Background: an optimization exercise with open tools, aiming at small area, a short achievable clock period and few clock cycles. Do not read the settings as production practice.
In this exercise RTL edits were held to simulation tests only and were not proved equivalent to the original.

## flow/design.v (module list and top-level ports; edited modules follow where they fit)
// module be_rank: 1195 lines
module be_rank #(
    parameter N  = 32,
    parameter IW = 5                  
) (
    input  wire          clk,
    input  wire          rst,         
    input  wire [1:0]    cfg_mode,
    input  wire          cfg_sigma_neg,    
    input  wire [7:0]    cfg_wv,
    input  wire [7:0]    cfg_wh,
    input  wire [7:0]    cfg_wt,
    input  wire [7:0]    cfg_wl,
    input  wire [3:0]    cfg_shift,
    input  wire [15:0]   cfg_vrefc,
    input  wire [7:0]    cfg_tavgp,        
    input  wire          in_valid,
    output wire          in_ready,
    input  wire          in_last,
    input  wire [15:0]   in_vcap,
    input  wire [7:0]    in_temp,          
    input  wire [9:0]    in_life,
    input  wire          in_ins,           
    input  wire          in_obs,           
    output wire          out_valid,
    input  wire          out_ready,
    output wire          out_last,
    output wire          out_unranked,
    output wire [IW-1:0] out_rank,
    output wire [15:0]   out_score
);
  // ...
==> flow/run.sh <==
#!/bin/bash
# synth_recipe.tcl (not shown) runs the flow's synth.tcl, then flattens the netlist and writes it again
# the make line also repeats each setting of config.mk as NAME=value (left out here)
make -C /OpenROAD-flow-scripts/flow DESIGN_CONFIG=/design/flow/config.mk WORK_HOME=/design/flow/orfs CLKGATE_MAP_FILE= SYNTH_SCRIPT=/design/flow/synth_recipe.tcl finish
==> flow/config.mk <==
export PLATFORM = sky130hd
export DESIGN_NAME = be_rank
export DESIGN_NICKNAME = be_rank
export VERILOG_FILES = /design/flow/design.v
export SDC_FILE = /design/flow/constraint.sdc
export NUM_CORES = 4
export LEC_CHECK = 0
export CAP_MARGIN = 20
export CORE_MARGIN = 2
export CORE_UTILIZATION = 40
export SLEW_MARGIN = 20
==> flow/constraint.sdc <==
create_clock -name core_clock -period 27.0 [get_ports {clk}]
set_input_delay 5.4000 -clock core_clock [delete_from_list [all_inputs] [get_ports {clk}]]
set_output_delay 5.4000 -clock core_clock [all_outputs]
set_load 0.01 [all_outputs]
==> results.sh, run 1 <==
export IMPL_status="complete, no violations"
export IMPL_hpwl_mm=122
export IMPL_met1_usage=0.250
export IMPL_routed_wl_mm=167
export IMPL_rrSetupSlack_ns=20.76
export IMPL_largest_register_ff_count=832
export IMPL_layout_commonest_cell="dfxtp_1"
export IMPL_worstHoldStart="rk[25][0]"
export IMPL_fin_cells=8856
export IMPL_synth_most_common_cell="dfxtp_1"
export IMPL_clockBufferDepth=3
export IMPL_synth_edf_count=209
export IMPL_wl_met3_mm=6.41
export IMPL_fin_skew_ns=0.0747
export IMPL_dpl_cell_area_um2=71500
export IMPL_top_layer="met4"
export IMPL_nNonClkInverters=518
export IMPL_clockRootBuffer="clkbuf_16"
export IMPL_synth_xor_area_share=0.0279
export IMPL_dieHeight_um=416
export IMPL_cts_hold_buf=0
export IMPL_io_buffers=128
export IMPL_ioPinCount=129
export IMPL_design_seq_count=1536
export IMPL_critPathKind="flip-flop to primary output"
export IMPL_setup_viol=0
export IMPL_nClkBuffers=220
export IMPL_netlist_top_cells_count="dfxtp_1, inv_1, nand2_1, and2_1, fa_1"
export IMPL_min_path_type="flip-flop to flip-flop"
Testbench counts, summed over its fixed seeds: cycles 12,576.
==> inputs of run 2 (changes only) <==
--- a/flow/design.v
+++ b/flow/design.v
@@ -933,21 +933,21 @@
         wire G22 = G20 | (P20 & G19);
         wire P22 = P20 & P19;
         wire G23 = G12 | (P12 & G21);
         wire P23 = P12 & P21;
         wire G24 = G23 | (P23 & G22);
         wire P24 = P23 & P22;
         assign lt[g] = G24;
     end endgenerate
-    reg  [31:0]   le_d;         
     reg  [31:0]   inc_d;        
     reg           ins_d;
-    wire [5:0]    le_cnt;
-    wire [31:0]   le_v = le_d;
+    reg  [4:0]    jc, jc_d;     
+    wire [5:0]    pc_cnt;
+    wire [31:0]   le_v = inc_d;
     wire pc_0 = le_v[0] ^ le_v[1] ^ le_v[2];
     wire pc_1 = (le_v[0] & le_v[1]) | (le_v[0] & le_v[2]) | (le_v[1] & le_v[2]);
     wire pc_2 = le_v[3] ^ le_v[4] ^ le_v[5];
     wire pc_3 = (le_v[3] & le_v[4]) | (le_v[3] & le_v[5]) | (le_v[4] & le_v[5]);
     wire pc_4 = le_v[6] ^ le_v[7] ^ le_v[8];
     wire pc_5 = (le_v[6] & le_v[7]) | (le_v[6] & le_v[8]) | (le_v[7] & le_v[8]);
     wire pc_6 = le_v[9] ^ le_v[10] ^ le_v[11];
     wire pc_7 = (le_v[9] & le_v[10]) | (le_v[9] & le_v[11]) | (le_v[10] & le_v[11]);
@@ -1031,29 +1031,34 @@
     wire pc_85 = pc_72 & pc_83;
     wire pc_86 = pc_78 | (pc_79 & pc_82);
     wire pc_87 = pc_79 & pc_83;
     wire pc_88 = pc_69 ^ pc_62;
     wire pc_89 = pc_70 ^ pc_74;
     wire pc_90 = pc_71 ^ pc_80;
     wire pc_91 = pc_72 ^ pc_82;
     wire pc_92 = pc_73 ^ pc_84;
-    assign le_cnt = {pc_92, pc_91, pc_90, pc_89, pc_88, pc_68};
+    assign pc_cnt = {pc_92, pc_91, pc_90, pc_89, pc_88, pc_68};
+    wire [4:0]    le_cnt = jc_d - pc_cnt[4:0];
     reg  [4:0] e31;             
     reg  [4:0] hp, tp;          
     reg  [5:0] n;               
     reg        o_valid;         
     reg        sk_v;            
     wire       out_go  = (n != 6'd0) & (e31 == hp) & ~rc[31] & o_valid & ~sk_v;
     wire [5:0] n1      = n - {5'd0, out_go};
     assign     ins     = xv_q[0] & ~n1[5] & ((n1 == 6'd0) | (e31 == tp + 5'd1));
     wire       clr     = ins & xlast;
     wire [4:0] rank31  = rr[31] + {4'd0, inc_d[30]};
     always @(posedge clk) begin
-        le_d  <= rc & ~lt;
+        jc_d  <= jc;
+        if (rst_q)
+            jc <= 5'd0;
+        else if (ins)
+            jc <= xlast ? 5'd0 : jc + 5'd1;
         inc_d <= {32{ins}} & rc & lt;
         ins_d <= ins;
         for (j = 0; j < 31; j = j + 1) begin
             rk[j+1] <= rk[j];
             rl[j+1] <= rl[j];
         end
         for (j = 1; j < 31; j = j + 1)
             rr[j+1] <= rr[j] + {4'd0, inc_d[j-1]};
==> flow/flow/run.sh (new file) <==
#!/bin/bash
# Standard layout, with the port buffers made from buf_2 cells.
set -euo pipefail
export BUFFER_PORTS_ARGS="-buffer_cell sky130_fd_sc_hd__buf_2"
bash standard.sh > standard.log 2>&1
==> flow/standard.sh (new file) <==
#!/bin/bash
# synth_recipe.tcl (not shown) runs the flow's synth.tcl, then flattens the netlist and writes it again
# the make line also repeats each setting of config.mk as NAME=value (left out here)
make -C /OpenROAD-flow-scripts/flow DESIGN_CONFIG=/design/flow/config.mk WORK_HOME=/design/flow/orfs CLKGATE_MAP_FILE= SYNTH_SCRIPT=/design/flow/synth_recipe.tcl "${@:-finish}"
==> flow/config.mk (replaced) <==
export PLATFORM = sky130hd
export DESIGN_NAME = be_rank
export DESIGN_NICKNAME = be_rank
export VERILOG_FILES = /design/flow/design.v
export SDC_FILE = /design/flow/constraint.sdc
export NUM_CORES = 4
export LEC_CHECK = 0
export CAP_MARGIN = 20
export CORE_MARGIN = 2
export CORE_UTILIZATION = 40
export CTS_CLUSTER_DIAMETER = 70
export CTS_CLUSTER_SIZE = 35
export SLEW_MARGIN = 20
removed: flow/run.sh
==> run 2 against run 1 <==
Still clean on timing, DRC and antenna. Critical path depth is the same. Utilization down 1.3 points. Worst hold slack better by 0.015 ns. Routed wire length is 0.37% higher. Count of clock-buffer cells in the layout decreased by 126. Global-route usage increased by 0.51 points. Highest routed layer unchanged. Cell count down 4.1%. Largest cell class unchanged.
==> results.sh, run 2 <==
export IMPL_finalHoldViolCount=0
export IMPL_viasPerCell=5.22
export IMPL_min_path_type="flip-flop to flip-flop"
export IMPL_yosys_most_used_dff="dfxtp_1"
export IMPL_ys_ff_latch=1514
export IMPL_drtAntennaViolNets=0
export IMPL_tritoncts="yes"
export IMPL_synth_nets=6817
export IMPL_cp_slowest_cell="dfxtp_1"
export IMPL_grt_pass1_vias=45100
export IMPL_cp_max_fo=2
export IMPL_layout_commonest_cell="dfxtp_1"
export IMPL_cts_made_buffers=87
export IMPL_status="complete, no violations"
export IMPL_synthTopCellsByArea="dfxtp_1, fa_1, edfxtp_1"
export IMPL_ioPinCount=129
export IMPL_num_vias=44400
export IMPL_maxCapViolCount=0
export IMPL_fin_skew_ns=0.0673
export IMPL_synth_cell_types=87
export IMPL_insertion_delay_ns=0.76
export IMPL_setup_viol=0
export IMPL_fin_nets=6848
export IMPL_crit_required_ns=21.60
export IMPL_syn_area_per_cell_um2=10.7
export IMPL_yosysTopAreaCell="dfxtp_1"
export IMPL_final_core_util=0.443
export IMPL_drt_pass1_iter_count=5
export IMPL_reg2reg_to="acc_off[25]"
export IMPL_syn_area_um2=66500
export IMPL_largest_register_ff_count=832
export IMPL_worstHoldStart="rl[17]"
export IMPL_ys_warn_count=3
export IMPL_fin_crit_ns=6.76
export IMPL_synth_edf_count=209
export IMPL_cts_hold_buf=0
export IMPL_seq_area_frac_synth=0.487
export IMPL_startpoint_type="flip-flop"
export IMPL_crit_path_end_kind="primary output"
export IMPL_cpPeakStageDelay_ns=0.44
export IMPL_cts_max_level=3
export IMPL_antenna_found_initial=6
export IMPL_r2r_cells=20
export IMPL_rrSetupSlack_ns=20.89
export IMPL_path_cells="buf_2"
export IMPL_drv_slew=0
export IMPL_wl_per_cell_um=19.7
export IMPL_top_regs="rk: 832 flops, rr: 160 flops"
export IMPL_netlist_top_cells_count="dfxtp_1, inv_1, nand2_1, fa_1, and2_1"
export IMPL_crit_end="out_valid"
export IMPL_coreArea_um2=165000
export IMPL_rows=149
export IMPL_rsz0062_at_grt="no"
export IMPL_clockRootBuffer="clkbuf_16"
export IMPL_most_common_layout_cells="dfxtp_1, inv_1, nand2_1"
export IMPL_hpwl_mm=123
export IMPL_relSlewSlack=0.254
export IMPL_overflow=0
export IMPL_grt_max_degree=67
export IMPL_clockBufferDepth=3
export IMPL_grt_use_total=0.197
export IMPL_worst_ep_arrival_time_ns=1.36
export IMPL_clkTransAtPathRegs_ns=0.12
export IMPL_largest_register="rk"
export IMPL_fmaxAchievable_mhz=148
export IMPL_tns_ns=0
export IMPL_post_cts_buffers=0
export IMPL_cts_resized_gates=0
export IMPL_synth_most_common_cell="dfxtp_1"
export IMPL_fill_cells=15500
export IMPL_gp_congestion=0.884
export IMPL_drive_above_1_share=0.0779
export IMPL_syn_to_final_growth_pct=9.83
export IMPL_cts_sinks=1514
export IMPL_io_buffers=128
export IMPL_routed_wl_mm=168
export IMPL_path_buf_inv=1
export IMPL_crit_cells=1
export IMPL_critical_path_top_delay_family="flip-flops"
export IMPL_start_util=0.403
export IMPL_die_area_um2=170000
export IMPL_drtIter0Drc=2918
export IMPL_dieHeight_um=412
export IMPL_synthArstFlopShare=0
export IMPL_yosysTopAreaCellShare=0.393
export IMPL_die_w_um=412
export IMPL_drc=0
export IMPL_grt_pass1_wl_mm=263
export IMPL_tightest_slew_ns=1.09
export IMPL_synth_cells=6201
export IMPL_critPathKind="flip-flop to primary output"
export IMPL_crit_start="ob_v"
export IMPL_r2r_start="j_wv[6]"
export IMPL_fin_crit_sh=0.250
[run 2: layout make-up]
| cell class | count | area, µm² | share of cell area |
|---|---|---|---|
| antenna | 2 | 5.00 | 0.0000685 |
| sequential | 1514 | 32400 | 0.444 |
| tap | 2189 | 2740 | 0.0375 |
| timing repair buffer | 204 | 1210 | 0.0166 |
| clock buffer | 94 | 2290 | 0.0313 |
| inverter | 583 | 2190 | 0.0300 |
| multi-input combinational | 3842 | 30900 | 0.423 |
| clock inverter | 68 | 1310 | 0.0179 |
[run 2: how the worst min path moves through the flow]
stage                 to  slack, ns  cells after the start
2_1_floorplan     k_last       0.31                      0
3_3_place_gp       rl[9]       0.31                      0
3_5_place_dp      rl[18]       0.31                      0
4_1_cts           rl[18]       0.32                      0
5_1_grt        rk[15][5]       0.34                      0
6_report          rl[18]       0.32                      0
[run 2: metrics by stage]
stage / hold WS [ns] / cell area, µm² / instances / setup slack, ns
after floorplan: 0.310 / 66500 / 6201 / 18.91
after global placement: 0.310 / 69400 / 8332 / 20.43
after detailed placement: 0.312 / 69400 / 8332 / 20.42
after CTS: 0.321 / 73000 / 8494 / 20.10
after global routing: 0.336 / 73000 / 8495 / 20.11
final: 0.320 / 73000 / 8496 / 20.24
[run 2: metal layers]
metal	GRT usage	vias up	part of all wire
met5	0	-	0
met4	0.0533	0	0.026
met1	0.259	21800	0.45
met2	0.343	960	0.49
met3	0.0230	215	0.040
li1	-	21400	-
[run 2: kinds of logic after synthesis]
logic type	Yosys count	share of synthesized area
buf+inv	845	0.0488
mux	85	0.0150
fa+ha+maj	853	0.184
xor+xnor	215	0.0283
simple gates	1450	0.111
flops	1514	0.487
compound gates	1239	0.125
[run 2: worst reg2reg max path: cells and delay by family (launching register included)]
| family | cells | cell delay (ns) |
|---|---|---|
| mux | 2 | 0.75 |
| buf+inv | 2 | 0.33 |
| compound gates | 9 | 2.08 |
| flops | 1 | 0.72 |
| fa+ha+maj | 3 | 1.10 |
| simple gates | 4 | 1.04 |
Testbench counts of run 2, summed over its fixed seeds: cycles 12,576.
==> inputs of run 3 (changes only) <==
--- a/flow/config.mk
+++ b/flow/config.mk
@@ -5,6 +5,7 @@
 export SDC_FILE = /design/flow/constraint.sdc
 export NUM_CORES = 4
 export LEC_CHECK = 0
+export ABC_AREA = 1
 export CAP_MARGIN = 20
 export CORE_MARGIN = 2
 export CORE_UTILIZATION = 40
==> run 3 against run 2 <==
Still clean. Non-clock buffer count down 24. Die area up 1.2%. Critical path depth unchanged. Critical endpoint is now out_score[12]. Routed wire length down 2.2%. Synthesized cell count up 24%. Flip-flop and latch count unchanged. Global-route usage down 0.81 points. Via count up 11%. Worst hold slack better by 0.017 ns. Largest cell class unchanged.
==> results.sh, run 3 <==
export IMPL_synthTopCellsByArea="dfxtp_1, fa_1, edfxtp_1"
export IMPL_path_buf_inv=1
export IMPL_status="complete, no violations"
export IMPL_drc=0
export IMPL_drive_above_1_share=0.0728
export IMPL_ys_warn_count=3
export IMPL_rrSetupSlack_ns=21.28
export IMPL_min_to="rl[11]"
export IMPL_most_common_layout_cells="nand2_1, dfxtp_1, inv_1"
export IMPL_viasPerCell=4.96
export IMPL_synth_adder_area_share=0.130
export IMPL_synthArstFlopShare=0
export IMPL_syn_area_um2=67300
export IMPL_cpPeakStageDelay_ns=0.39
export IMPL_dpl_cell_area_um2=70000
export IMPL_seq_area_frac_synth=0.481
export IMPL_clkTransAtPathRegs_ns=0.10
export IMPL_antennaDiodeCount=0
export IMPL_synth_compound_area_frac=0.119
export IMPL_fmaxAchievable_mhz=150
export IMPL_grt_pass1_vias=48700
export IMPL_timing_hold_ws_ns=0.336
export IMPL_regArea_um2=32400
export IMPL_grt_use_total=0.189
export IMPL_reg2reg_to="acc_off[25]"
export IMPL_drv_slew=0
export IMPL_coreArea_um2=167000
export IMPL_layout_commonest_cell="nand2_1"
export IMPL_holdPathStages=0
export IMPL_gp_congestion=0.909
export IMPL_r2r_start="j_wv[6]"
export IMPL_startpoint_type="flip-flop"
export IMPL_fin_nets=8243
export IMPL_start_util=0.403
export IMPL_fin_crit_ns=6.68
export IMPL_antenna_found_initial=1
export IMPL_cp_max_fo=1
export IMPL_synth_nets=8276
export IMPL_path_cells="buf_2"
export IMPL_cts_max_level=3
export IMPL_min_path_type="flip-flop to flip-flop"
export IMPL_cts_made_buffers=97
export IMPL_tritoncts="yes"
export IMPL_drtAntennaViolNets=0
export IMPL_netlist_top_cells_count="nand2_1, dfxtp_1, inv_1, o21ai_0, nor2_1"
export IMPL_synthMuxAreaShare=0.00269
export IMPL_clockBufferDepth=3
export IMPL_rsz0062_at_grt="no"
export IMPL_crit_path_end_kind="primary output"
export IMPL_largest_register_ff_count=832
export IMPL_finalHoldViolCount=0
export IMPL_worstHoldStart="rl[10]"
export IMPL_crit_required_ns=21.60
export IMPL_fill_cells=16000
export IMPL_grt_max_degree=103
export IMPL_fin_skew_ns=0.0453
export IMPL_maxCapViolCount=0
export IMPL_yosysTopAreaCell="dfxtp_1"
export IMPL_yosys_most_used_dff="dfxtp_1"
export IMPL_post_cts_buffers=0
export IMPL_r2r_cells=25
export IMPL_die_w_um=414
export IMPL_num_vias=49200
export IMPL_cp_slowest_cell="edfxtp_1"
export IMPL_yosys_area_share_simple=0.171
export IMPL_synth_xor_area_share=0.0187
export IMPL_setup_viol=0
export IMPL_drtIter0Drc=3072
export IMPL_relSlewSlack=0.262
export IMPL_critical_path_top_delay_family="flip-flops"
export IMPL_cts_resized_gates=0
export IMPL_synth_edf_count=209
export IMPL_clockRootBuffer="clkbuf_16"
export IMPL_drt_pass1_iter_count=5
export IMPL_syn_to_final_growth_pct=9.53
export IMPL_insertion_delay_ns=0.76
export IMPL_overflow=0
export IMPL_synth_cells=7660
export IMPL_tightest_slew_ns=1.09
export IMPL_hpwl_mm=121
export IMPL_cts_hold_buf=0
export IMPL_fin_crit_sh=0.248
export IMPL_io_buffers=128
export IMPL_fin_area_um2=73800
export IMPL_cts_sinks=1514
export IMPL_worst_ep_arrival_time_ns=1.28
export IMPL_syn_area_per_cell_um2=8.79
export IMPL_routed_wl_mm=164
export IMPL_dieHeight_um=414
export IMPL_critPathKind="flip-flop to primary output"
export IMPL_largest_register="rk"
export IMPL_wl_per_cell_um=16.5
export IMPL_ioPinCount=129
export IMPL_synth_most_common_cell="nand2_1"
export IMPL_ys_ff_latch=1514
export IMPL_multiInputGateArea_um2=29800
export IMPL_tns_ns=0
export IMPL_yosysTopAreaCellShare=0.388
export IMPL_rows=150
export IMPL_grt_pass1_wl_mm=261
export IMPL_top_regs="rk: 832 flops, rr: 160 flops"
export IMPL_synth_cell_types=63
export IMPL_synth_top_family_by_area="simple AND/OR/NAND/NOR gates"
export IMPL_die_area_um2=172000
==> run 3: stage by stage <==
stage	setup WS, ns	util	std cells
3_3_place_gp	20.32	0.418	9731
5_1_grt	20.27	0.441	9915
6_report	20.32	0.441	9915
3_5_place_dp	20.27	0.418	9731
2_1_floorplan	19.87	-	7660
4_1_cts	20.25	0.441	9914
==> run 3: cells by family after synthesis <==
group           count (synthesis)
fa+ha+maj                     512
mux                            18
xor+xnor                      144
simple gates                 2748
flops                        1514
compound gates               1343
buf+inv                      1381
==> run 3: cell type report <==
type                            instances  share of cell area
Clock buffer                          103              0.0341
Clock inverter                         80              0.0169
Inverter                             1069              0.0544
Multi-Input combinational cell       4765               0.404
Sequential cell                      1514               0.439
Tap cell                             2204              0.0374
Timing Repair Buffer                  180              0.0142
==> run 3: how the worst max path moves through the flow <==
stage | slack, ns | from | depth (start not counted) | end
2_1_floorplan | 19.87 | e31[2] | 25 | rdy_q
3_3_place_gp | 20.32 | cfg_mode[0] | 4 | j_wv[2]
3_5_place_dp | 20.27 | cfg_mode[0] | 4 | j_wh[1]
4_1_cts | 20.25 | ob_d[12] | 1 | out_score[12]
5_1_grt | 20.27 | ob_d[12] | 1 | out_score[12]
6_report | 20.32 | ob_d[12] | 1 | out_score[12]
==> run 3: per-layer routing <==
metal  up-vias  part of all wire  GRT usage
li1      24800                 -          -
met3       303             0.034     0.0201
met2       901              0.49      0.331
met1     23300              0.44      0.236
met5         -          0.000085          0
met4         2             0.043     0.0823
==> inputs of run 4 (changes only) <==
==> flow/config.mk (replaced) <==
export PLATFORM = sky130hd
export DESIGN_NAME = be_rank
export DESIGN_NICKNAME = be_rank
export VERILOG_FILES = /design/flow/design.v
export SDC_FILE = /design/flow/constraint.sdc
export NUM_CORES = 4
export LEC_CHECK = 0
export CAP_MARGIN = 20
export CORE_MARGIN = 2
export CORE_UTILIZATION = 40
export CTS_CLUSTER_DIAMETER = 60
export CTS_CLUSTER_SIZE = 30
export SLEW_MARGIN = 20
==> run 4 against run 3 <==
Largest cell class unchanged. Clock skew grew 0.0064 ns. Cell area decreased by 0.53%. Maximum frequency shrank 1.3%. Count of clock-buffer cells in the layout increased by 15. Utilization up 0.36 points. Via count shrank 9.4%.
==> results.sh, run 4 <==
export IMPL_drtAntennaViolNets=0
export IMPL_yosys_most_used_dff="dfxtp_1"
export IMPL_drtIter0Drc=2907
export IMPL_synth_edf_count=209
export IMPL_synth_xor_area_share=0.0283
export IMPL_viasPerCell=5.23
export IMPL_wl_met2_mm=82.3
export IMPL_netlist_top_cells_count="dfxtp_1, inv_1, nand2_1, fa_1, and2_1"
export IMPL_synth_cell_types=87
export IMPL_clkTransAtPathRegs_ns=0.09
export IMPL_place_ws_ns=20.42
export IMPL_synth_cells=6201
export IMPL_relSlewSlack=0.256
export IMPL_synthMuxAreaShare=0.0150
export IMPL_synth_nets=6817
export IMPL_tritoncts="yes"
export IMPL_crit_required_ns=21.60
export IMPL_status="complete, no violations"
export IMPL_fmaxAchievable_mhz=148
export IMPL_num_vias=44600
export IMPL_worstHoldStart="rl[8]"
export IMPL_syn_area_per_cell_um2=10.7
export IMPL_most_common_layout_cells="dfxtp_1, inv_1, nand2_1"
export IMPL_critPathKind="flip-flop to primary output"
export IMPL_holdPathStages=0
export IMPL_path_cells="buf_2"
export IMPL_grt_use_total=0.198
export IMPL_syn_area_um2=66500
export IMPL_yosysTopAreaCell="dfxtp_1"
export IMPL_setup_viol=0
export IMPL_fin_crit_sh=0.251
export IMPL_clockRootBuffer="clkbuf_16"
export IMPL_yosysTopAreaCellShare=0.393
export IMPL_fin_nets=6867
export IMPL_finalHoldViolCount=0
export IMPL_drt_pass1_iter_count=5
export IMPL_cts_sinks=1514
export IMPL_hpwl_mm=123
export IMPL_cts_made_buffers=106
export IMPL_synth_adder_area_share=0.184
export IMPL_post_cts_buffers=0
export IMPL_rsz0062_at_grt="no"
export IMPL_min_to="rl[9]"
export IMPL_insertion_delay_ns=0.78
export IMPL_synthTopCellsByArea="dfxtp_1, fa_1, edfxtp_1"
export IMPL_reg2reg_to="acc_off[25]"
export IMPL_tightest_slew_ns=1.11
export IMPL_r2r_cells=20
export IMPL_synth_compound_area_frac=0.125
export IMPL_yosys_area_share_simple=0.111
export IMPL_cp_max_fo=2
export IMPL_cpPeakStageDelay_ns=0.43
export IMPL_crit_path_end_kind="primary output"
export IMPL_grt_max_degree=67
export IMPL_cts_resized_gates=0
export IMPL_tns_ns=0
export IMPL_fill_cells=15500
export IMPL_largest_register_ff_count=832
export IMPL_critical_path_top_delay_family="flip-flops"
export IMPL_start_util=0.403
export IMPL_gp_congestion=0.884
export IMPL_cp_slowest_cell="dfxtp_1"
export IMPL_largest_register="rk"
export IMPL_die_area_um2=170000
export IMPL_overflow=0
export IMPL_synth_most_common_cell="dfxtp_1"
export IMPL_maxCapViolCount=0
export IMPL_layout_commonest_cell="dfxtp_1"
export IMPL_dieHeight_um=412
export IMPL_die_w_um=412
export IMPL_drv_slew=0
export IMPL_wl_per_cell_um=19.7
export IMPL_cts_hold_buf=0
export IMPL_fin_crit_ns=6.78
export IMPL_r2r_start="j_wv[6]"
export IMPL_rrSetupSlack_ns=20.82
export IMPL_routed_wl_mm=168
export IMPL_min_path_type="flip-flop to flip-flop"
export IMPL_drc=0
export IMPL_path_buf_inv=1
export IMPL_crit_cells=1
export IMPL_drive_above_1_share=0.0831
export IMPL_startpoint_type="flip-flop"
export IMPL_cts_max_level=3
export IMPL_grt_pass1_vias=45200
export IMPL_clockBufferDepth=3
export IMPL_top_layer="met4"
export IMPL_synth_top_family_by_area="adder cells"
export IMPL_synthArstFlopShare=0
export IMPL_ys_warn_count=3
export IMPL_grt_pass1_wl_mm=264
export IMPL_seq_area_frac_synth=0.487
export IMPL_worst_ep_arrival_time_ns=1.38
export IMPL_syn_to_final_growth_pct=10.3
export IMPL_rows=149
export IMPL_antenna_found_initial=8
export IMPL_top_regs="rk: 832 flops, rr: 160 flops"
export IMPL_io_buffers=128
export IMPL_coreArea_um2=165000
export IMPL_ioPinCount=129
export IMPL_wl_met1_mm=74.8
export IMPL_timing_hold_ws_ns=0.306
export IMPL_ys_ff_latch=1514
export IMPL_layout_setup_ws_ns=20.22
export IMPL_wl_met3_mm=6.74
export IMPL_fin_skew_ns=0.0516
run 4: cell count changes after synthesis, moves of 258 or more:
cell,change
maj3_1,+285
nor2_1,-258
o21ai_0,-325
nand3_1,-273
nand2_1,-1196
inv_1,-483
and2_1,+307
run 4: cells by family (layout without fill, tap and decap cells):
| kind of cell | Yosys count | after routing |
|---|---|---|
| flops | 1514 | 1514 |
| mux | 85 | 85 |
| other cells | 0 | 3 |
| simple gates | 1450 | 1450 |
| compound gates | 1239 | 1239 |
| buf+inv | 845 | 987 |
| xor+xnor | 215 | 215 |
| fa+ha+maj | 853 | 853 |
run 4: worst max-delay path by stage:
stage | startpoint | to | slack [ns]
final | ob_v | out_valid | 20.22
after global routing | ob_v | out_valid | 20.11
after CTS | ob_v | out_valid | 20.10
after detailed placement | cfg_mode[0] | j_wl[7] | 20.42
after global placement | cfg_mode[0] | j_wl[7] | 20.43
after floorplan | e31[2] | rdy_q | 18.91
run 4: area by class of cell:
class	count	area, µm²	share of cell area
flip-flops and latches	1514	32400	0.442
diodes	3	7.51	0.000102
well taps	2189	2740	0.0373
multi-input cells	3842	30900	0.421
inverters	583	2190	0.0298
clock buffers	118	2820	0.0385
clock inverters	82	1090	0.0149
repair buffers	204	1210	0.0165
run 4: layer usage:
metal,vias up,GRT usage
li1,21500,-
met1,21900,0.260
met2,1000,0.344
met3,229,0.0233
met4,0,0.0534
met5,-,0
run 4: through the flow:
| stage | instances | area (µm²) | util |
|---|---|---|---|
| final | 8535 | 73400 | 0.445 |
| after global routing | 8533 | 73400 | 0.445 |
| after CTS | 8532 | 73400 | 0.445 |
| after detailed placement | 8332 | 69400 | 0.421 |
| after global placement | 8332 | 69400 | 0.421 |
| after floorplan | 6201 | 66500 | - |

separate check: timing with driven ports:
The results above use ideal ports. As a check the final layouts listed here were re-extracted and re-timed, cells and wires unchanged.
Step 1: set_driving_cell puts a clkbuf_16 on clk and a buf_2 on each other input, an assumption about the parent block.
Step 2 also shifts input and output timing later by t, the mid clock arrival at the registers, as if the neighbouring blocks saw the same clock.
Three values: ideal ports, drivers, drivers and shift; two values: the first two.
run | t, ns | setup WS [ns] | worst setup path at the end | worst register clock-pin slew, ns | cell pins on the clock port's net
run 1 | 0.874 | 19.881 / 19.800 / 20.119 | input to register | 0.07 / 0.07 | 1
run 2 | 0.812 | 20.240 / 20.155 / 20.479 | input to register | 0.12 / 0.12 | 1
run 3 | 0.811 | 20.315 / 20.234 / 20.277 | input to register | 0.11 / 0.11 | 1
run 4 | 0.837 | 20.225 / 20.140 / 20.459 | input to register | 0.11 / 0.11 | 1
After both steps setup and hold are still met in every run listed. The setup slack of run 3, which loses most, moves by -0.081 ns with the drivers and by -0.038 ns with both steps.
